Background: an optimization exercise with open tools, aiming at small area, a short achievable clock period and few clock cycles per item. Do not read the settings as production practice.
The RTL was checked by simulation tests, not by an equivalence proof against the original design.
No activity file was given, so power comes from the tool's default toggle rates.

==> flow/design.v (outline; a module is shown in full before it is edited, if it fits) <==
// module damask_px: 971 lines
module damask_px (
    input  wire         clk,
    input  wire         rst,         
    input  wire         start,       
    input  wire [47:0]  l16,         
    input  wire [15:0]  seam,        
    input  wire [15:0]  lscale,      
    input  wire [191:0] m,           
    input  wire [47:0]  ug,          
    input  wire [47:0]  uo,          
    input  wire [143:0] c_mat,       
    input  wire [47:0]  ga,          
    input  wire [23:0]  lgo,         
    input  wire [11:0]  cls,         
    input  wire [2:0]   pfl,         
    input  wire         dark,        
    input  wire         lowg_en,
    input  wire         dither_en,
    input  wire [1:0]   pos_u,       
    input  wire [1:0]   pos_v,       
    output reg          lg_rd,       
    output reg  [3:0]   lg_cls,      
    output reg  [5:0]   lg_idx,      
    input  wire [15:0]  lg_data,     
    output reg          done,        
    output wire [47:0]  code,        
    output reg  [2:0]   clip         
);
  // ...
==> flow/flow/run.sh <==
#!/bin/bash
# The standard layout (standard.sh, unchanged synthesis, floorplan,
# placement, CTS and routing), with two settings changed:
#  - ORFS's timing repair aims at a 4.5 ns critical path: a setup slack margin
#    of 13.5 ns on the design's 18 ns clock;
#  - every input and output port is buffered with buf_4 (the default pick
#    is a slow delay buffer).
# The clock and the constraints are the design's.
set -euo pipefail
bash standard.sh SETUP_SLACK_MARGIN=13.5 "BUFFER_PORTS_ARGS=-buffer_cell sky130_fd_sc_hd__buf_4" finish > layout.log 2>&1
==> flow/standard.sh <==
#!/bin/bash
# synth_recipe.tcl (not shown) runs the flow's synth.tcl, then flattens the netlist and writes it again
# the make line also repeats each setting of config.mk as NAME=value (left out here)
make -C /OpenROAD-flow-scripts/flow DESIGN_CONFIG=/design/flow/config.mk WORK_HOME=/design/flow/orfs CLKGATE_MAP_FILE= SYNTH_SCRIPT=/design/flow/synth_recipe.tcl "${@:-finish}"
==> flow/config.mk <==
export PLATFORM = sky130hd
export DESIGN_NAME = damask_px
export DESIGN_NICKNAME = damask_px
export VERILOG_FILES = /design/flow/design.v
export SDC_FILE = /design/flow/constraint.sdc
export NUM_CORES = 4
export LEC_CHECK = 0
export ABC_CLOCK_PERIOD_IN_PS = 4500
export CAP_MARGIN = 20
export CORE_MARGIN = 2
export CORE_UTILIZATION = 40
export SLEW_MARGIN = 20
==> flow/constraint.sdc <==
create_clock -name core_clock -period 18.0 [get_ports {clk}]
set_input_delay 3.6000 -clock core_clock [delete_from_list [all_inputs] [get_ports {clk}]]
set_output_delay 3.6000 -clock core_clock [all_outputs]
set_load 0.01 [all_outputs]
==> impl_results.md, run 1 <==
- Final instance area: 49500 um2
- Max Slew Vio Count: 0
- Hold endpoint: t1_i[1]
- Gate power share: 0.828
- GR peak layer: met2
- Outcome: finished clean
- Vias in the first global route: around 40000
- WP data required: between 15 and 20 ns
- Area leader, netlist: edfxtp_1
- Initial antenna violation count: 81
- Routed via count: between 40000 and 50000
- WL/cell: approximately 32 um
- Full die area: slightly below 100000 um2
- Setup crit start kind: primary input
- Comb power: roughly 10000 uW
- CP delay by family, top: compound AO/OA/AOI/OAI gates
- First-pass GRT wire length: about 300 mm
- Gate Count Post-Synth: just under 5000
- Clk network pwr share: 0.069
- Signal buffers: ~1000
- Post-Synth XOR/XNOR Area: 0.0268
- DP Cell Count: about 6600
- Total GRT Usage: 0.434
- Detailed Route WL: approximately 220 mm
- Clock Latency Late Sink: around 0.61 ns
- Gr ovfl total: 0
- Area-dominant class: multi-input combinational cells
- Post-synthesis simple-gate area fraction: 0.186
- Placed cell area: ~44000 um2
- Most used cell, CP: nand4_1
- Grt met1 use: 0.554
- Share of layout cells above drive strength 1: 0.278
- Slowest cell on the critical path: a222oi_1
- Worst Clk Skew: around 0.044 ns
- Slew headroom: 0.225
- R2R depth: 22
- Flop pwr share: 0.102
Testbench counts, summed over its fixed seeds: cycles 315,254, pixels 9,600.
==> inputs of run 2 (changes only) <==
==> flow/flow/run.sh (replaced) <==
#!/bin/bash
# The standard layout (standard.sh, unchanged synthesis, floorplan,
# placement, CTS and routing), with two settings changed:
#  - ORFS's timing repair aims at a 5 ns critical path: a setup slack margin
#    of 13 ns on the design's 18 ns clock;
#  - every input and output port is buffered with buf_1, the smallest buffer (the default pick
#    is a slow delay buffer).
# The clock and the constraints are the design's.
set -euo pipefail
bash standard.sh SETUP_SLACK_MARGIN=13 "BUFFER_PORTS_ARGS=-buffer_cell sky130_fd_sc_hd__buf_1" finish > layout.log 2>&1
--- a/flow/config.mk
+++ b/flow/config.mk
@@ -5,7 +5,6 @@
 export SDC_FILE = /design/flow/constraint.sdc
 export NUM_CORES = 4
 export LEC_CHECK = 0
-export ABC_CLOCK_PERIOD_IN_PS = 4500
 export CAP_MARGIN = 20
 export CORE_MARGIN = 2
 export CORE_UTILIZATION = 40
==> run 2 against run 1 <==
Against the previous run: flip-flop and latch count is the same; sequential power is essentially flat; die area did not move; first-iteration DRC count rose by 3.0%; clock power is 3.8% higher; synthesized cell count is the same; worst hold slack got worse by 0.0033 ns; area after synthesis unchanged; maximum frequency up 0.29%; clock-buffer cell count decreased by 3; worst setup slack better by 0.015 ns; largest cell class unchanged.
==> impl_results.md, run 2 <==
- Outcome: finished clean
- Post-Syn Area: between 30000 and 40000 um2
- Synth top cells by count: 516 x nand2_1, 509 x nor2_1, 488 x a21oi_1
- Die Wd: approximately 310 um
- Area Overhead vs Synth: 18.1%
- First-pass GRT wire length: 288 mm (-3.1%)
- CTS Sinks: between 300 and 400
- Hold violation total from the final report: 0
- Min cycle time layout: roughly 5.1 ns
- Worst-Margin Slew: between 1 and 1.5 ns
- P_sw: between 6000 and 7000 uW
- Pleak: 0.0162 uW
- CTS tree: yes
- Share of the synthesized area in the top cell type: 0.114
- Placed cell area: 40800 um2 (-6.3%)
- Synth Warn #: 1
- Hold_buf cts: 0
- Critical path type: in2reg
- Post-Syn Nets: approximately 5900
- # setup viols final: 0
- CP max FO: 1
- Hold_ws: about 0.42 ns
- Via density: approximately 6.4
- Max-cap violations: 0
- Worst Clk Skew: 0.0334 ns (-0.0106 ns)
- Seq/Total Area, Yosys: 0.228
- Gr ovfl total: 0 (unchanged)
- Area leader, netlist: edfxtp_1
- Largest regs: acc: 38 flops, cs_s: 38 flops, cs_c: 37 flops
- Most frequent cells in the layout: 661 x buf_1, 509 x nand2_1, 499 x nor2_1, 470 x a21oi_1, 399 x o21ai_0
- Core area: around 93000 um2
- Crit path arrival time: 5.61 ns
- Crit path capture type: flip-flop
- Die H: just over 300 um
- Reg clk slew, reported paths: about 0.080 ns
- Synth Flop Type: dfxtp_1
- CTS Buf Count: 43
- Number of distinct library cells after synthesis: roughly 110
- Clock tree buffer depth: 3
- Routed Antenna Nets: 0
- Gate Count Post-Synth: 4961 (unchanged)
- Row count: ~110
- Setup crit start kind: primary input
- Full die area: 96200 um2 (unchanged)
- CTS root buffer: clkbuf_16
- Initial DRC count: 6448
- Routed via count: 43400 (-1.4%)
- Async SR Flop Fraction: 0
- P per Cell Area: 248 nW/um2
- Final instance area: 44300 um2 (-10%)
- TNS Setup: 0 ns
- Clk network pwr share: 0.082 (+0.013)
- Number of remaining DRC errors: 0
- Initial DRT Pass Iterations: 7
- # H-tree levels: 2
- GPL Wtd Cong: 1.17
- WL/cell: 31.2 um (-1.4%)
- Number of I/O pins: ~700
- Syn avg cell area: approximately 7.6 um2
- HP Class: reg2reg
- Max Fclk: 0.195 GHz
- Initial core utilization: 0.402
- Fill cells: ~9500
- Total GRT Usage: 0.420 (-0.0137)
- Final #Nets: roughly 6400
- Flops & latches, synth: approximately 360
- WP data required: 18.47 ns (-0.02 ns)
- Detailed Route WL: 212 mm (-3.0%)
- Clock Latency Late Sink: 0.61 ns (about the same)
- Gate power share: 0.800 (-0.028)
- Slew headroom: 0.289 (+0.0640)
- Most common cell after layout, fill and taps aside: buf_1
- Share of layout cells above drive strength 1: 0.106 (-0.172)
- Post-synth EDFFs: approximately 140
- Internal power of the cells: roughly 4800 uW
- Flop pwr share: 0.118 (+0.016)
- Fin util: 0.475
- Tcrit/Tclk final: 0.286
- Max Slew Vio Count: 0 (unchanged)
- RSZ-0062 raised after global routing: true
- Initial antenna violation count: 69 (-15%)
- HPWL Detailed: between 150 and 200 mm
- IO buf count: roughly 690
- Worst ir drop on vdd: ~240 uV
- Synth area leaders: edfxtp_1 11%, dfxtp_1 11%, fa_1 9.4%, a21oi_1 6.5%, o21ai_0 5.6%
- Sw frac: 0.567
- Vias in the first global route: 38900 (-3.0%)
- Count leader, synth: nand2_1
- Largest net degree at the start of global routing: between 80 and 90
==> run 2: cell counts after synthesis <==
Identical to the previous run, type by type.
==> run 2: worst max-delay path, stage by stage <==
cell	delay, ns
buf_1	0.08
a22o_1	0.26
a211oi_2	0.46
nand4_1	0.47
o22a_1	0.34
a221oi_2	0.26
o2bb2ai_1	0.12
==> run 2: worst paths after layout <==
| check | start | endpoint | slack (ns) | cells after the start |
|---|---|---|---|---|
| max | c_mat[76] | bop[12] | 12.86 | 7 |
| min reg2reg | p_last | t1_last | 0.42 | 1 |
| max reg2reg | acc[7] | aop[4] | 13.03 | 17 |
| min | p_last | t1_last | 0.42 | 1 |
==> run 2: routing by layer <==
layer	up-vias	wire length, um	GRT usage
li1	19000	-	-
met1	21100	80700	0.534
met2	2753	88000	0.596
met3	558	28100	0.169
met4	40	13400	0.229
met5	-	1360	0.0981
==> run 2: metrics by stage <==
stage	std cells	setup WS [ns]	power, uW
after global routing	6771	12.81	11400
after CTS	6701	12.93	9970
after floorplan	4961	12.73	5330
after detailed placement	6575	11.87	8480
after global placement	6575	11.90	8450
final	6777	12.86	11000
==> run 2: final cells by class <==
type	instances	area, um2	share of cell area
Tap cell	1254	1570	0.0354
Clock buffer	51	1130	0.0255
Antenna cell	44	110	0.00249
Timing Repair Buffer	881	4190	0.0946
Inverter	278	1040	0.0236
Clock inverter	29	280	0.00633
Sequential cell	356	8590	0.194
Multi-Input combinational cell	3884	27400	0.618
==> run 2: power groups by stage <==
stage | Clock [uW] | Combinational (uW) | Sequential (uW)
finish | 901 | 8790 | 1300
global placement | 0 | 7140 | 1310
global route | 939 | 9130 | 1310
CTS | 904 | 7770 | 1300
detailed placement | 0 | 7170 | 1320
floorplan | 0 | 4050 | 1270
==> run 2: repair_timing <==
action / CTS / global route
gates cloned: 2 / 0
buffers inserted: 44 / 31
gates resized for setup: 138 / 163
endpoints found under the setup margin: 156 / 148
pin swaps: 48 / 62
==> run 2: cells by family after synthesis <==
| group | count (synthesis) | share of synthesized area |
|---|---|---|
| buffers and inverters | 723 | 0.0777 |
| xor gates and xnor gates | 114 | 0.0268 |
| adders and majority gates | 331 | 0.143 |
| muxes | 157 | 0.0429 |
| DFF | 356 | 0.228 |
| and+or+nand+nor | 1547 | 0.186 |
| AOI/OAI and AO/OA | 1733 | 0.295 |
==> inputs of run 3 (changes only) <==
--- a/flow/config.mk
+++ b/flow/config.mk
@@ -5,6 +5,7 @@
 export SDC_FILE = /design/flow/constraint.sdc
 export NUM_CORES = 4
 export LEC_CHECK = 0
+export ABC_AREA = 1
 export CAP_MARGIN = 20
 export CORE_MARGIN = 2
 export CORE_UTILIZATION = 40
==> run 3 against run 2 <==
Against the previous run: combinational power is 19% lower; clock skew is 0.014 ns higher; maximum frequency is 2.4% lower; design area decreased by 8.4%; clock-buffer cell count is 4 higher; power shrank 14%; largest cell class unchanged; via count is 8.0% lower; critical path depth up 12; critical path type unchanged; register-to-register slack better by 0.05 ns; still clean on timing, DRC and antenna; first-iteration DRC count shrank 17%; die area is 7.4% lower; clock power up 5.1%.
==> impl_results.md, run 3 <==
- Outcome: finished clean
- Max-cap violations: 0 (unchanged)
- Seq/Total Area, Yosys: 0.247 (+0.0185)
- TNS Setup: 0 ns (unchanged)
- Via density: 5.88 (-8.3%)
- Hold violation total from the final report: 0 (unchanged)
- Number of I/O pins: 688 (unchanged)
- Reg clk slew, reported paths: 0.06 ns (-0.02 ns)
- GR Layer Usage met2: 0.641 (+0.0444)
- Vias in the first global route: 37800 (-2.7%)
- Setup crit start kind: primary input
- Row count: 108 (-3.6%)
- Share of the synthesized area in the top cell type: 0.124 (+0.00927)
- Syn avg cell area: 6.94 um2 (-8.2%)
- Worst Clk Skew: 0.0476 ns (+0.0142 ns)
- Number of distinct library cells after synthesis: 74 (-30%)
- Crit path capture type: flip-flop
- Tcrit/Tclk final: 0.293 (+0.00690)
- Async SR Flop Fraction: 0 (unchanged)
- Initial core utilization: 0.402 (-0.000629)
- Count leader, synth: nand2_1
- Setup slack after layout: 12.74 ns (-0.124 ns)
- Post-Synth XOR/XNOR Area: 0.0532 (+0.0264)
- Worst-Margin Slew: 1.21 ns (+0.169 ns)
- Post-synth EDFFs: 143 (unchanged)
- Post-synthesis simple-gate area fraction: 0.256 (+0.0696)
- WL/cell: 28.7 um (-8.1%)
- Most used cell, CP: nand4_1
- Die H: 299 um (-3.8%)
- Worst ir drop on vdd: 240 uV (+0.32%)
- Area Overhead vs Synth: 17.0%
- Pre-CTS WS: 12.08 ns (+0.212 ns)
- GR peak layer: met2
- Largest family of logic cells by synthesized area: simple AND/OR/NAND/NOR gates
- Die Wd: 299 um (-3.8%)
- Slowest cell on the critical path: nor2_2
- Slew headroom: 0.190 (-0.0987)
- Met3 usage: 0.119 (-0.0496)
- Synth top cells by count: 1086 x nand2_1, 693 x inv_1, 483 x nor2_1
- Routed via count: 40000 (-8.0%)
- GPL Wtd Cong: 1.10 (-6.2%)
- Final #Nets: 6502 (+2.2%)
- P per Cell Area: 232 nW/um2 (-6.6%)
- Flops & latches, synth: 356 (unchanged)
- Crit path arrival time: 5.76 ns (+0.15 ns)
- Total GRT Usage: 0.423 (+0.00295)
- Synth Warn #: 1 (unchanged)
- Initial DRT Pass Iterations: 6 (-1)
- Grt met1 use: 0.550 (+0.0161)
- # H-tree levels: 2 (unchanged)
- Area leader, netlist: edfxtp_1
- Non-filler cells, final: 6801 (+0.35%)
- Fin util: 0.470 (-0.00524)
- Largest net degree at the start of global routing: 52 (-37%)
- Routed Antenna Nets: 0 (unchanged)
- Hold_buf cts: 0 (unchanged)
- CTS Buf Count: 44 (+2.3%)
- Most frequent cells in the layout: 1068 x nand2_1, 688 x inv_1, 677 x buf_1, 453 x nor2_1, 343 x a21oi_1
- Clock Latency Late Sink: 0.62 ns (about the same)
- Number of remaining DRC errors: 0 (unchanged)
- # setup viols final: 0 (unchanged)
- Gate Count Post-Synth: 4999 (+0.77%)
- DP Cell Count: 6652 (+1.2%)
- CTS Sinks: 356 (unchanged)
- Detailed Route WL: 195 mm (-7.8%)
- Pleak: 0.0176 uW (+8.7%)
- Most common cell after layout, fill and taps aside: nand2_1
- CTS tree: yes
- Min cycle time layout: 5.27 ns (+0.124 ns)
- Largest regs: acc: 38 flops, cs_s: 38 flops, cs_c: 37 flops
- HP Class: reg2reg
- Max Fclk: 0.190 GHz (-2.4%)
- Gr ovfl total: 0 (unchanged)
- Synth Flop Type: dfxtp_1
- Worst-path cell chain: buf_1 -> inv_2 -> nor2_4 -> inv_2 -> nand4_1 -> nor2_1 -> nand4_1 -> nor2_2 -> nand3_1 -> nand2_1 -> nand4_1 -> nor2_1 -> nand4_1 -> nor2_2 -> nand4_1 -> nor2_2 -> nand4_1 -> nand2_1 -> nand2_1
- Synth Area in Compound Gates: 0.185 (-0.110)
- Synth area leaders: edfxtp_1 12%, dfxtp_1 12%, nand2_1 12%, fa_1 10%, inv_1 7.5%
- CTS root buffer: clkbuf_16
- Critical path type: in2reg
- IO buf count: 687 (unchanged)
- Adder-Cell Fraction of Synth Area: 0.145 (+0.00177)
- Post-Syn Area: 34700 um2 (-7.5%)
- Max Slew Vio Count: 0 (unchanged)
- Initial antenna violation count: 41 (-41%)
- Share of layout cells above drive strength 1: 0.0792 (-0.0272)
- Core area: 86300 um2 (-7.3%)
- CP max FO: 4 (+3)
- WP data required: 18.50 ns (+0.03 ns)
- Post-Syn Nets: 5917 (+0.65%)
- Post-synthesis mux area share: 0 (-0.0429)
- RSZ-0062 raised after global routing: true
- First-pass GRT wire length: 272 mm (-5.6%)
- Worst path max stage delay: 0.22 ns (-0.25 ns)
- HPWL Detailed: 158 mm (-4.1%)
- Full die area: 89100 um2 (-7.4%)
- Initial DRC count: 5335 (-17%)
- Clock tree buffer depth: 3 (unchanged)
==> run 3: power breakdown <==
part | switching, uW | total [uW] | internal (uW)
clock | 411 | 947 | 536
sequential | 141 | 1320 | 1170
combinational | 4980 | 7140 | 2170
total | 5530 | 9410 | 3880
==> run 3: what timing repair did <==
action,in CTS,in global routing
setup endpoints to repair,81,111
gates cloned,2,2
pin swaps,20,64
resized for setup,67,80
setup buffers,12,24
==> run 3: layout make-up <==
cell class | instances | area [um2]
Antenna cell | 26 | 65.1
Tap cell | 1155 | 1450
Inverter | 731 | 2770
Clock buffer | 55 | 1190
Clock inverter | 27 | 307
Fill cell | 9264 | 45700
Sequential cell | 356 | 8570
Timing Repair Buffer | 795 | 3490
Multi-Input combinational cell | 3655 | 22800
Timing Repair inverter | 1 | 5.00
==> run 3: worst max-delay path, delay by kind of cell <==
family        cells  cell delay (ns)
buf+inv           3             0.30
simple gates     16             1.86
==> run 3: path summary, 6_finish.rpt <==
check | start | endpoint | slack (ns) | depth (start not counted)
worst min register to register | p_typ[2] | t1_typ[2] | 0.41 | 2
worst max-delay path | lgo[7] | bop[14] | 12.74 | 19
worst max register to register | cs_s[4] | xr1[13] | 13.08 | 23
worst min-delay path | p_typ[2] | t1_typ[2] | 0.41 | 2
==> run 3: routing by layer <==
| layer | share of wire | wire, um |
|---|---|---|
| met1 | 0.39 | 77000 |
| met2 | 0.43 | 83400 |
| met3 | 0.11 | 22400 |
| met4 | 0.062 | 12100 |
| met5 | 0.00074 | 144 |
==> run 3: cells by family after synthesis <==
kind of cell / count (synthesis)
fa+ha+maj: 297
compound gates: 1083
buf+inv: 991
simple gates: 2066
xor+xnor: 206
flops: 356
==> run 3: metrics by stage <==
step                cell area, um2  power (uW)  hold slack (ns)
finish                       40600        9410            0.410
detailed placement           38100        7900            0.402
global route                 40600        9950            0.432
global placement             38100        7880            0.398
CTS                          40000        9030            0.412
floorplan                    34700        5140            0.329
==> inputs of run 4 (changes only) <==
--- a/flow/config.mk
+++ b/flow/config.mk
@@ -9,4 +9,5 @@
 export CAP_MARGIN = 20
 export CORE_MARGIN = 2
 export CORE_UTILIZATION = 40
+export CTS_BUF_LIST = sky130_fd_sc_hd__clkbuf_8
 export SLEW_MARGIN = 20
==> run 4 against run 3 <==
Against the previous run: synthesized cell count is the same; maximum frequency grew 2.6%; via count grew 0.46%; worst setup slack gained 0.13 ns; wire length grew 0.23%; global-route usage grew 0.13 points; power shrank 0.15%; critical path type unchanged; critical endpoint unchanged; largest cell class unchanged.
==> impl_results.md, run 4 <==
- GPL Wtd Cong: 1.10 (unchanged)
- FF-to-FF Start: bop[3]
- Slew headroom: 0.258 (+0.0679)
- Most frequent cells in the layout: 1068 x nand2_1, 704 x inv_1, 673 x buf_1, 452 x nor2_1, 343 x a21oi_1
- FF-to-FF setup slack: 13.12 ns (+0.04 ns)
- Die Wd: 299 um (unchanged)
- WL/cell: 28.6 um (-0.34%)
- Core area: 86300 um2 (unchanged)
- Worst hold path startpoint: p_i[1]
- Vias in the first global route: 38100 (+0.75%)
- # setup viols final: 0 (unchanged)
- Tcrit/Tclk final: 0.285 (-0.00732)
- Area Overhead vs Synth: 17.0% (about the same)
- Flop pwr share: 0.140 (about the same)
- WP data required: 18.56 ns (+0.06 ns)
- Largest net degree at the start of global routing: 52 (unchanged)
- Placed cell area: 38100 um2 (unchanged)
- IO buf count: 687 (unchanged)
- Worst r2r dst: cs_c[23]
- Seq/Total Area, Yosys: 0.247 (unchanged)
- Total power: 9390 uW (-0.15%)
- Clock tree buffer depth: 3 (unchanged)
- CTS tree: yes
- Crit path capture type: flip-flop
- Final instance area: 40600 um2 (about the same)
- Setup crit start kind: primary input
- HP Class: reg2reg
- Worst ir drop on vdd: 258 uV (+7.4%)
- Hold_ws: 0.389 ns (-0.0212 ns)
- Synth top cells by count: 1086 x nand2_1, 693 x inv_1, 483 x nor2_1
- Synth Flop Type: dfxtp_1
- Flops & latches, synth: 356 (unchanged)
- Min cycle time layout: 5.13 ns (-0.132 ns)
- Detailed Route WL: 196 mm (+0.23%)
- Slowest cell on the critical path: nor2_2
- Share of the synthesized area in the top cell type: 0.124 (unchanged)
- Count leader, synth: nand2_1
- Row count: 108 (unchanged)
- P per Cell Area: 231 nW/um2 (-0.17%)
- RSZ-0062 raised after global routing: true
- Total GRT Usage: 0.425 (+0.00131)
- Most common cell after layout, fill and taps aside: nand2_1
- CTS Sinks: 356 (unchanged)
- Initial antenna violation count: 40 (-2.4%)
- Most used cell, CP: nand4_1
- Initial DRC count: 5129 (-3.9%)
- Internal power of the cells: 3850 uW (-0.61%)
- Final #Nets: 6527 (+0.38%)
- Hold path depth: 2 (unchanged)
- Syn avg cell area: 6.94 um2 (unchanged)
- Reg clk slew, reported paths: 0.07 ns (about the same)
- Sw frac: 0.590 (+0.00193)
- Number of remaining DRC errors: 0 (unchanged)
- Hold_buf cts: 0 (unchanged)
- Post-Syn Nets: 5917 (unchanged)
- Die H: 299 um (unchanged)
- Gate Count Post-Synth: 4999 (unchanged)
- Pleak: 0.0177 uW (+0.55%)
- Non-filler cells, final: 6840 (+0.57%)
- WP buf/inv: 1 (-2)
- Max Slew Vio Count: 0 (unchanged)
- Clock Latency Late Sink: 0.71 ns (+0.09 ns)
- R2R depth: 14 (-39%)
- Worst-Margin Slew: 1.11 ns (-0.0958 ns)
- Initial DRT Pass Iterations: 6 (unchanged)
- CP max FO: 1 (-3)
- Share of layout cells above drive strength 1: 0.0881 (+0.00893)
- Synth area leaders: edfxtp_1 12%, dfxtp_1 12%, nand2_1 12%, fa_1 10%, inv_1 7.5%
- P_sw: 5540 uW (+0.18%)
- Synth Warn #: 1 (unchanged)
- Critical path type: in2reg
- Worst path max stage delay: 0.21 ns (about the same)
- Worst-path cell chain: buf_1 -> nand2_1 -> nand2_1 -> a21oi_1 -> nand4_1 -> nor2_1 -> nand4_1 -> nor2_2 -> nand3_1 -> nand2_1 -> nand4_1 -> nor2_1 -> nand4_1 -> nor2_2 -> nand4_1 -> nor2_1 -> nand4_1 -> nand2_1 -> nand2_1
- Post-synth EDFFs: 143 (unchanged)
- TNS Setup: 0 ns (unchanged)
- Number of distinct library cells after synthesis: 74 (unchanged)
- Hold endpoint: t1_i[1]
- CTS Buf Count: 69 (+57%)
- Fill cells: 9269 (+0.054%)
- Async SR Flop Fraction: 0 (unchanged)
- Crit path arrival time: 5.70 ns (-0.06 ns)
- Max-cap violations: 0 (unchanged)
- Post-Syn Area: 34700 um2 (unchanged)
- Gate power share: 0.765 (+0.006)
- Max Fclk: 0.195 GHz (+2.6%)
- Full die area: 89100 um2 (unchanged)
- Area leader, netlist: edfxtp_1
- Outcome: finished clean
- Via density: 5.87 (-0.12%)
- Largest regs: acc: 38 flops, cs_s: 38 flops, cs_c: 37 flops
- CP delay by family, top: simple AND/OR/NAND/NOR gates
- Routed via count: 40100 (+0.46%)
- # H-tree levels: 3 (+1)
- CTS root buffer: clkbuf_8
- Worst Clk Skew: 0.0480 ns (+0.000452 ns)
- Hold violation total from the final report: 0 (unchanged)
- Number of I/O pins: 688 (unchanged)
- First-pass GRT wire length: 272 mm (+0.12%)
- DP Cell Count: 6652 (unchanged)
- Clk network pwr share: 0.095 (-0.006)
- Gr ovfl total: 0 (unchanged)
- Initial core utilization: 0.402 (unchanged)
- HPWL Detailed: 158 mm (unchanged)
- Crit path from: ug[14]
- Routed Antenna Nets: 0 (unchanged)
run 4: worst max-delay path by stage:
stage / endpoint / slack, ns / cells past startpoint
3_3_place_gp: bop[13] / 12.09 / 18
2_1_floorplan: bop[1] / 12.99 / 17
6_report: bop[14] / 12.87 / 19
3_5_place_dp: bop[13] / 12.08 / 18
4_1_cts: bop[14] / 12.99 / 19
5_1_grt: bop[9] / 12.73 / 21
run 4: logic make-up (layout without fill, tap and decap cells):
kind of cell / count (synthesis) / after routing / synth area share
XOR/XNOR: 206 / 207 / 0.0532
other: 0 / 22 / 0
adder cells (fa/ha/maj): 297 / 297 / 0.145
flip-flops: 356 / 356 / 0.247
AND/OR/NAND/NOR: 2066 / 2067 / 0.256
buffers and inverters: 991 / 1652 / 0.115
AO/OA/AOI/OAI: 1083 / 1084 / 0.185
run 4: metrics by stage:
| step | util | setup WS [ns] |
|---|---|---|
| 4_1_cts | 0.462 | 12.99 |
| 3_3_place_gp | 0.441 | 12.09 |
| 2_1_floorplan | - | 12.99 |
| 5_1_grt | 0.470 | 12.73 |
| 3_5_place_dp | 0.441 | 12.08 |
| 6_report | 0.470 | 12.87 |
run 4: tightest hold or removal path, cell delays in order, from the launching register on:
cell and delay [ns]:
dfxtp_1 0.29, inv_1 0.04, nor2_1 0.03
run 4: area by class of cell:
class / instances / area, um2 / area share
Tap cell: 1155 / 1450 / 0.0356
Inverter: 731 / 2770 / 0.0682
Clock buffer: 77 / 1060 / 0.0261
Antenna cell: 22 / 55.1 / 0.00136
Sequential cell: 356 / 8590 / 0.212
Clock inverter: 48 / 408 / 0.0100
Timing Repair Buffer: 795 / 3470 / 0.0854
Timing Repair inverter: 1 / 5.00 / 0.000123
Multi-Input combinational cell: 3655 / 22800 / 0.562
run 4: power groups by stage:
stage                     clock network (uW)  registers (uW)  logic, uW
after CTS                                904            1320       6760
after global routing                     933            1330       7690
after floorplan                            0            1260       3880
final                                    893            1320       7180
after global placement                     0            1330       6550
after detailed placement                   0            1330       6570
run 4: per-layer routing:
layer | GRT usage | vias up | routed length (um)
met2 | 0.638 | 2468 | 83500
li1 | - | 17800 | -
met1 | 0.547 | 19300 | 76700
met5 | 0 | - | 190
met3 | 0.128 | 525 | 22600
met4 | 0.228 | 28 | 12500
run 4: timing repair:
action | in CTS | in global routing
buffers inserted | 11 | 25
setup endpoints to repair | 88 | 127
cloned | 2 | 2
pin swaps | 6 | 56
resized for setup | 56 | 120
==> inputs of run 5 (changes only) <==
--- a/flow/config.mk
+++ b/flow/config.mk
@@ -8,6 +8,6 @@
 export ABC_AREA = 1
 export CAP_MARGIN = 20
 export CORE_MARGIN = 2
-export CORE_UTILIZATION = 40
+export CORE_UTILIZATION = 55
 export CTS_BUF_LIST = sky130_fd_sc_hd__clkbuf_8
 export SLEW_MARGIN = 20
==> run 5 against run 4 <==
Against the previous run: via count increased by 4.3%; worst hold slack improved by 0.019 ns; non-clock buffer count decreased by 25; power is 5.0% higher; clock power is 7.2% lower; first-iteration DRC count grew 45%; clock skew grew 0.0026 ns; clock-buffer cell count down 11; still clean; largest power group unchanged; cell count decreased by 4.9%; sequential share of layout area grew 0.29 points; sequential power about the same.
==> impl_results.md, run 5 <==
- Outcome: finished clean
- Hold violation total from the final report: 0 (unchanged)
- Tcrit/Tclk final: 0.285 (about the same)
- Number of distinct library cells after synthesis: 74 (unchanged)
- Worst-path cell chain: buf_6 -> nand3_1 -> nand4_1 -> nand2_1 -> nand4_1 -> nand2_1 -> nand4_1 -> nand2_1 -> nand4_1 -> nor2_1 -> nand4_1 -> nor2_1 -> nand4_1 -> nor2_1 -> nand4_1 -> nor2_1 -> nand3_1 -> nand2_1 -> nand2_1
- Clock Latency Late Sink: 0.75 ns (+0.04 ns)
- Total GRT Usage: 0.550 (+0.125)
- Max-cap violations: 0 (unchanged)
- Crit path capture type: flip-flop
- Fill cells: 5720 (-38%)
- Vias in the first global route: 38600 (+1.2%)
- Multi-input logic area: 22900 um2 (+0.25%)
- Most common cell after layout, fill and taps aside: nand2_1
- Critical path type: in2reg
- Max Slew Vio Count: 0 (unchanged)
- Post-Syn Nets: 5917 (unchanged)
- Hold_buf cts: 0 (unchanged)
- Share of the synthesized area in the top cell type: 0.124 (unchanged)
- CTS Buf Count: 61 (-12%)
- R2R depth: 9 (-5)
- Synth Warn #: 1 (unchanged)
- Syn avg cell area: 6.94 um2 (unchanged)
- Reg clk slew, reported paths: 0.08 ns (about the same)
- TNS Setup: 0 ns (unchanged)
- Final #Nets: 6495 (-0.49%)
- Die Wd: 255 um (-15%)
- Share of layout cells above drive strength 1: 0.0931 (+0.00501)
- Worst path max stage delay: 0.29 ns (+0.08 ns)
- CTS Sinks: 356 (unchanged)
- Crit path arrival time: 5.77 ns (+0.07 ns)
- Largest net degree at the start of global routing: 47 (-9.6%)
- Full die area: 65100 um2 (-27%)
- WP buf/inv: 1 (unchanged)
- Post-synth EDFFs: 143 (unchanged)
- # H-tree levels: 2 (-1)
- Setup crit start kind: primary input
- Slowest cell on the critical path: nand4_1
- Routed Antenna Nets: 0 (unchanged)
- Initial DRT Pass Iterations: 11 (+5)
- Initial core utilization: 0.553 (+0.151)
- Synth top cells by count: 1086 x nand2_1, 693 x inv_1, 483 x nor2_1
- Pleak: 0.0176 uW (-0.17%)
- Routed via count: 41900 (+4.3%)
- Post-Syn Area: 34700 um2 (unchanged)
- Area Overhead vs Synth: 15.7%
- WP data required: 18.65 ns (+0.09 ns)
- Hold_ws: 0.408 ns (+0.0189 ns)
- IO buf count: 687 (unchanged)
- CTS root buffer: clkbuf_8
- Pre-CTS WS: 11.98 ns (-0.0983 ns)
- CTS tree: yes
- Detailed Route WL: 185 mm (-5.5%)
- Synth Flop Type: dfxtp_1
- Worst-Margin Slew: 1.28 ns (+0.174 ns)
- Synth area leaders: edfxtp_1 12%, dfxtp_1 12%, nand2_1 12%, fa_1 10%, inv_1 7.5%
- RSZ-0062 raised after global routing: true
- Most used cell, CP: nand4_1
- Seq/Total Area, Yosys: 0.247 (unchanged)
- Min cycle time layout: 5.13 ns (-0.00490 ns)
- Total power: 9860 uW (+5.0%)
- Gate Count Post-Synth: 4999 (unchanged)
- CP Depth: 19 (unchanged)
- HP Class: reg2reg
- Flops & latches, synth: 356 (unchanged)
- Worst ir drop on vdd: 295 uV (+14%)
- Count leader, synth: nand2_1
- Via density: 6.44 (+9.7%)
- First-pass GRT wire length: 257 mm (-5.8%)
- Initial DRC count: 7453 (+45%)
- CP delay by family, top: simple AND/OR/NAND/NOR gates
- Number of remaining DRC errors: 0 (unchanged)
- Largest regs: acc: 38 flops, cs_s: 38 flops, cs_c: 37 flops
- CP max FO: 1 (unchanged)
- Core area: 62700 um2 (-27%)
- Most frequent cells in the layout: 1056 x nand2_1, 703 x inv_1, 643 x buf_1, 454 x nor2_1, 338 x a21oi_1
- Worst Clk Skew: 0.0506 ns (+0.00255 ns)
- # setup viols final: 0 (unchanged)
- Number of I/O pins: 688 (unchanged)
- Slew headroom: 0.144 (-0.114)
- Gr ovfl total: 0 (unchanged)
- Die H: 255 um (-15%)
- Async SR Flop Fraction: 0 (unchanged)
- FF+latch area: 8610 um2 (+0.20%)
- GPL Wtd Cong: 1.12 (+2.4%)
- WL/cell: 28.4 um (-0.57%)
- Row count: 92 (-15%)
- Area leader, netlist: edfxtp_1
- P per Cell Area: 246 nW/um2 (+6.2%)
- Clock tree buffer depth: 3 (unchanged)
- Max Fclk: 0.195 GHz (about the same)
- Initial antenna violation count: 39 (-2.5%)
- Hold path depth: 2 (unchanged)
- Setup slack after layout: 12.87 ns (+0.00490 ns)
- HPWL Detailed: 144 mm (-8.6%)
-- run 5: final timing paths --
kind | slack (ns) | startpoint | endpoint
worst min-delay path | 0.41 | p_i[0] | t1_i[0]
worst max register to register | 13.00 | bop[11] | cs_c[25]
worst min register to register | 0.41 | p_i[0] | t1_i[0]
worst max-delay path | 12.87 | ug[15] | bop[15]
-- run 5: metal layers --
layer  vias up  wire [um]  GRT usage
met5         -        258     0.0226
met4        22      22300      0.488
met3      1085      29400      0.260
met1     19200      60100      0.615
li1      17800          -          -
met2      3836      72800      0.777
-- run 5: timing repair --
item,CTS,global route
gates resized for setup,91,202
pin swaps,21,122
buffers inserted,12,12
endpoints found under the setup margin,103,134
gates cloned,2,3
-- run 5: report_power, final --
group / leakage [uW] / total (uW) / internal, uW / switching [uW]
Sequential: 0.00311 / 1330 / 1180 / 147
Combinational: 0.0138 / 7700 / 2280 / 5430
Clock: 0.000723 / 829 / 440 / 390
-- run 5: cell families after synthesis --
| kind of cell | Yosys count | synth area share |
|---|---|---|
| compound gates | 1083 | 0.185 |
| xor+xnor | 206 | 0.0532 |
| fa+ha+maj | 297 | 0.145 |
| buf+inv | 991 | 0.115 |
| flops | 356 | 0.247 |
| simple gates | 2066 | 0.256 |
-- run 5: metrics by stage --
step                instances  instance area [um2]   util
floorplan                4999                34700      -
finish                   6504                40100  0.640
CTS                      6458                39400  0.627
detailed placement       6331                37600  0.600
global placement         6331                37600  0.600
global route             6486                40100  0.639
-- run 5: area by class of cell --
| type | count | area share |
|---|---|---|
| Antenna cell | 31 | 0.00193 |
| Tap cell | 846 | 0.0264 |
| Timing Repair inverter | 1 | 0.000125 |
| Multi-Input combinational cell | 3656 | 0.569 |
| Timing Repair Buffer | 770 | 0.0861 |
| Sequential cell | 356 | 0.215 |
| Clock buffer | 66 | 0.0226 |
| Clock inverter | 47 | 0.0100 |
| Inverter | 731 | 0.0689 |
-- run 5: worst min-delay path, cell delays in order (launching register included) --
cell,delay (ns)
dfxtp_1,0.29
inv_1,0.04
nor2_1,0.03
==> inputs of run 6 (changes only) <==
==> flow/flow/run.sh (replaced) <==
#!/bin/bash
# The standard layout (standard.sh, unchanged synthesis, floorplan,
# placement, CTS and routing), with two settings changed:
#  - ORFS's timing repair aims at a 5.2 ns critical path: a setup slack margin
#    of 12.8 ns on the design's 18 ns clock;
#  - every input and output port is buffered with buf_1, the smallest buffer (the default pick
#    is a slow delay buffer).
# The clock and the constraints are the design's.
set -euo pipefail
bash standard.sh SETUP_SLACK_MARGIN=12.8 "BUFFER_PORTS_ARGS=-buffer_cell sky130_fd_sc_hd__buf_1" finish > layout.log 2>&1
--- a/flow/config.mk
+++ b/flow/config.mk
@@ -8,6 +8,6 @@
 export ABC_AREA = 1
 export CAP_MARGIN = 20
 export CORE_MARGIN = 2
-export CORE_UTILIZATION = 55
+export CORE_UTILIZATION = 40
 export CTS_BUF_LIST = sky130_fd_sc_hd__clkbuf_8
 export SLEW_MARGIN = 20
==> run 6 against run 5 <==
Against the previous run: die area grew 37%; worst hold slack got worse by 0.0036 ns; still clean on timing, DRC and antenna; wire length is 5.7% higher; largest power group unchanged; flip-flop and latch count did not move; sequential power about the same; global-route usage shrank 13 points; via count down 4.9%; register-to-register slack got worse by 0.09 ns; cell count rose by 4.7%; critical endpoint is now bop[0].
==> impl_results.md, run 6 <==
- TNS Setup: 0 ns (unchanged)
- Number of I/O pins: 688 (unchanged)
- Worst-path cell chain: buf_1 -> nand3_2 -> nand2_1 -> nor2_1 -> nand4_1 -> nand2_1 -> nand4_1 -> nand2_2 -> nand4_1 -> nor2_2 -> nand4_1 -> nor2_1 -> nand4_1 -> nor2_1 -> nand4_1 -> nor2_1 -> nand4_1 -> nor2_2 -> nor2_1
- Number of remaining DRC errors: 0 (unchanged)
- Tcrit/Tclk final: 0.290 (+0.00550)
- Setup crit start kind: primary input
- Worst-Margin Slew: 1.41 ns (+0.122 ns)
- Worst r2r dst: cs_c[23]
- Most used cell, CP: nand4_1
- P per Cell Area: 228 nW/um2 (-7.0%)
- Area leader, netlist: edfxtp_1
- Synth top cells by count: 1086 x nand2_1, 693 x inv_1, 483 x nor2_1
- Row count: 108 (+17%)
- Worst ir drop on vdd: 346 uV (+17%)
- Synth Warn #: 1 (unchanged)
- Max Fclk: 0.191 GHz (-1.9%)
- Most frequent cells in the layout: 1078 x nand2_1, 713 x inv_1, 686 x buf_1, 458 x nor2_1, 348 x a21oi_1
- RSZ-0062 raised after global routing: true
- Hold violation total from the final report: 0 (unchanged)
- GPL Wtd Cong: 1.06 (-5.2%)
- Share of layout cells above drive strength 1: 0.0679 (-0.0253)
- Share of the synthesized area in the top cell type: 0.124 (unchanged)
- Outcome: finished clean
- Slowest cell on the critical path: nor2_2
- Max-cap violations: 0 (unchanged)
- WP data required: 18.57 ns (-0.08 ns)
- Final #Nets: 6493 (-0.031%)
- CP delay by family, top: simple AND/OR/NAND/NOR gates
- Vias in the first global route: 37500 (-2.7%)
- Gr ovfl total: 0 (unchanged)
- Initial DRC count: 4950 (-34%)
- Final instance area: 40100 um2 (-0.12%)
- Seq/Total Area, Yosys: 0.247 (unchanged)
- Total GRT Usage: 0.424 (-0.126)
- Max Slew Vio Count: 0 (unchanged)
- Largest net degree at the start of global routing: 47 (unchanged)
- Min cycle time layout: 5.23 ns (+0.0990 ns)
- Largest regs: acc: 38 flops, cs_s: 38 flops, cs_c: 37 flops
- Hold path depth: 2 (unchanged)
- Die Wd: 299 um (+17%)
- CTS root buffer: clkbuf_8
- Routed via count: 39800 (-4.9%)
- Most common cell after layout, fill and taps aside: nand2_1
- First-pass GRT wire length: 272 mm (+5.8%)
- CTS Buf Count: 67 (+9.8%)
- Critical path type: in2reg
- Gate Count Post-Synth: 4999 (unchanged)
- Area Overhead vs Synth: 15.6%
- Crit path capture type: flip-flop
- Total power: 9160 uW (-7.1%)
- Count leader, synth: nand2_1
- Initial core utilization: 0.402 (-0.151)
- CP max FO: 1 (unchanged)
- Clock Latency Late Sink: 0.70 ns (-0.05 ns)
- Setup slack after layout: 12.77 ns (-0.0990 ns)
- Syn avg cell area: 6.94 um2 (unchanged)
- WL/cell: 28.7 um (+0.97%)
- Placed cell area: 38100 um2 (+1.2%)
- CTS tree: yes
- Synth Flop Type: dfxtp_1
- Hold endpoint: t1_i[0]
- Crit path from: ug[0]
- Hold_buf cts: 0 (unchanged)
- Post-Syn Nets: 5917 (unchanged)
- Synth area leaders: edfxtp_1 12%, dfxtp_1 12%, nand2_1 12%, fa_1 10%, inv_1 7.5%
- Routed Antenna Nets: 0 (unchanged)
- Reg clk slew, reported paths: 0.06 ns (-0.02 ns)
- Pleak: 0.0174 uW (-1.5%)
- Via density: 5.84 (-9.2%)
- Initial antenna violation count: 48 (+23%)
- Multi-input logic area: 22500 um2 (-1.4%)
- Full die area: 89100 um2 (+37%)
- Crit path arrival time: 5.80 ns (+0.03 ns)
- WP buf/inv: 1 (unchanged)
- Post-synth EDFFs: 143 (unchanged)
- IO buf count: 687 (unchanged)
- HP Class: reg2reg
- Core area: 86300 um2 (+38%)
- FF+latch area: 8560 um2 (-0.62%)
- Number of distinct library cells after synthesis: 74 (unchanged)
- Post-Syn Area: 34700 um2 (unchanged)
- Slew headroom: 0.0593 (-0.0845)
- Worst Clk Skew: 0.0549 ns (+0.00430 ns)
- Detailed Route WL: 195 mm (+5.7%)
- FF-to-FF Start: bop[5]
- R2R depth: 14 (+5)
- Pre-CTS WS: 11.99 ns (+0.00280 ns)
- Worst hold path startpoint: p_i[0]
- Fill cells: 9331 (+63%)
- Clock tree buffer depth: 3 (unchanged)
- Initial DRT Pass Iterations: 9 (-2)
- HPWL Detailed: 158 mm (+9.6%)
- Worst path max stage delay: 0.22 ns (-0.07 ns)
- # setup viols final: 0 (unchanged)
- Async SR Flop Fraction: 0 (unchanged)
- CTS Sinks: 356 (unchanged)
- # H-tree levels: 3 (+1)
- Flops & latches, synth: 356 (unchanged)
- Die H: 299 um (+17%)
- FF-to-FF setup slack: 12.91 ns (-0.09 ns)
- Hold_ws: 0.404 ns (-0.00356 ns)
run 6: worst max path at each step:
stage	cells past startpoint	slack [ns]	endpoint
after detailed placement	18	11.99	bop[11]
final	19	12.77	bop[0]
after floorplan	17	12.89	bop[11]
after global routing	19	12.61	bop[0]
after global placement	18	11.94	bop[11]
after CTS	25	12.75	aop[11]
run 6: layout make-up:
class | count | area share
Inverter | 731 | 0.0689
Sequential cell | 356 | 0.213
Antenna cell | 27 | 0.00168
Tap cell | 1155 | 0.0360
Timing Repair Buffer | 766 | 0.0803
Clock inverter | 47 | 0.0110
Multi-Input combinational cell | 3653 | 0.562
Clock buffer | 77 | 0.0264
run 6: worst reg2reg max path, stage by stage (launching register included):
cell and delay (ns):
dfxtp_1 0.32, buf_4 0.37, clkinvlp_4 0.46, o21ai_4 0.48, buf_4 0.28, o22ai_1 0.10
xor2_1 0.18, fa_1 0.48, inv_1 0.05, fa_1 0.42, fa_1 0.54, inv_1 0.05
fa_1 0.47, inv_1 0.06, fa_1 0.69
run 6: timing repair:
action                                  in CTS  in global routing
cloned                                       1                  0
resized for setup                           10                 63
endpoints found under the setup margin      42                106
endpoints found under the hold margin        0                  0
setup buffers                                2                 12
pin swaps                                    0                 29
run 6: cell families (layout without fill, tap and decap cells):
family / count (synthesis) / after routing / share of synthesized area
other cells: 0 / 27 / 0
buf+inv: 991 / 1621 / 0.115
xor+xnor: 206 / 206 / 0.0532
simple gates: 2066 / 2067 / 0.256
fa+ha+maj: 297 / 297 / 0.145
compound gates: 1083 / 1083 / 0.185
flops: 356 / 356 / 0.247
run 6: through the flow:
stage,instances,utilization
2_1_floorplan,4999,-
3_3_place_gp,6646,0.441
3_5_place_dp,6646,0.441
4_1_cts,6773,0.459
5_1_grt,6803,0.464
6_report,6812,0.464
run 6: layer usage:
layer  global-route usage  vias to the layer above  routed length [um]
met3                0.117                      513               22100
met2                0.646                     2520               83900
li1                     -                    17800                   -
met4                0.212                       20               11900
met5                    0                        -                 122
met1                0.552                    19000               77400
run 6: power by group:
part | internal, uW | leakage (uW) | switching (uW)
combinational | 2080 | 0.0135 | 4850
clock | 511 | 0.000832 | 401
sequential | 1170 | 0.00309 | 143
total | 3770 | 0.0174 | 5390

## separate check: timing with driven ports
No port has a modelled driver above. Below, the same layouts with a new extraction and two added sets of constraints.
Step 1 assumes that a clkbuf_16 drives the clock port and a buf_2 every other input.
Step 2 moves the port delays by t, midway between the first and last clock arrival at a register: inputs arrive t later, outputs are due t later. That takes back most of the time a late clock gives input paths.
Three values: ideal ports, drivers, drivers and shift; two values: the first two.
run | t, ns | setup WS [ns] | latest minus earliest clock arrival (ns) | worst data-port slew with drivers (ns)
run 1 | 0.662 | 12.844 / 12.872 / 12.210 | 0.044 / 0.044 | 0.27
run 2 | 0.659 | 12.859 / 12.893 / 12.233 | 0.035 / 0.035 | 0.28
run 3 | 0.671 | 12.735 / 12.727 / 12.056 | 0.048 / 0.047 | 0.25
run 4 | 0.747 | 12.867 / 12.861 / 12.114 | 0.048 / 0.048 | 0.23
run 5 | 0.800 | 12.872 / 12.911 / 12.111 | 0.054 / 0.054 | 0.28
run 6 | 0.744 | 12.773 / 12.804 / 12.060 | 0.055 / 0.055 | 0.28
After both steps setup and hold are still met in every run listed. For run 5, which loses most, drivers alone change the setup slack by +0.039 ns; drivers and shift together by -0.761 ns.
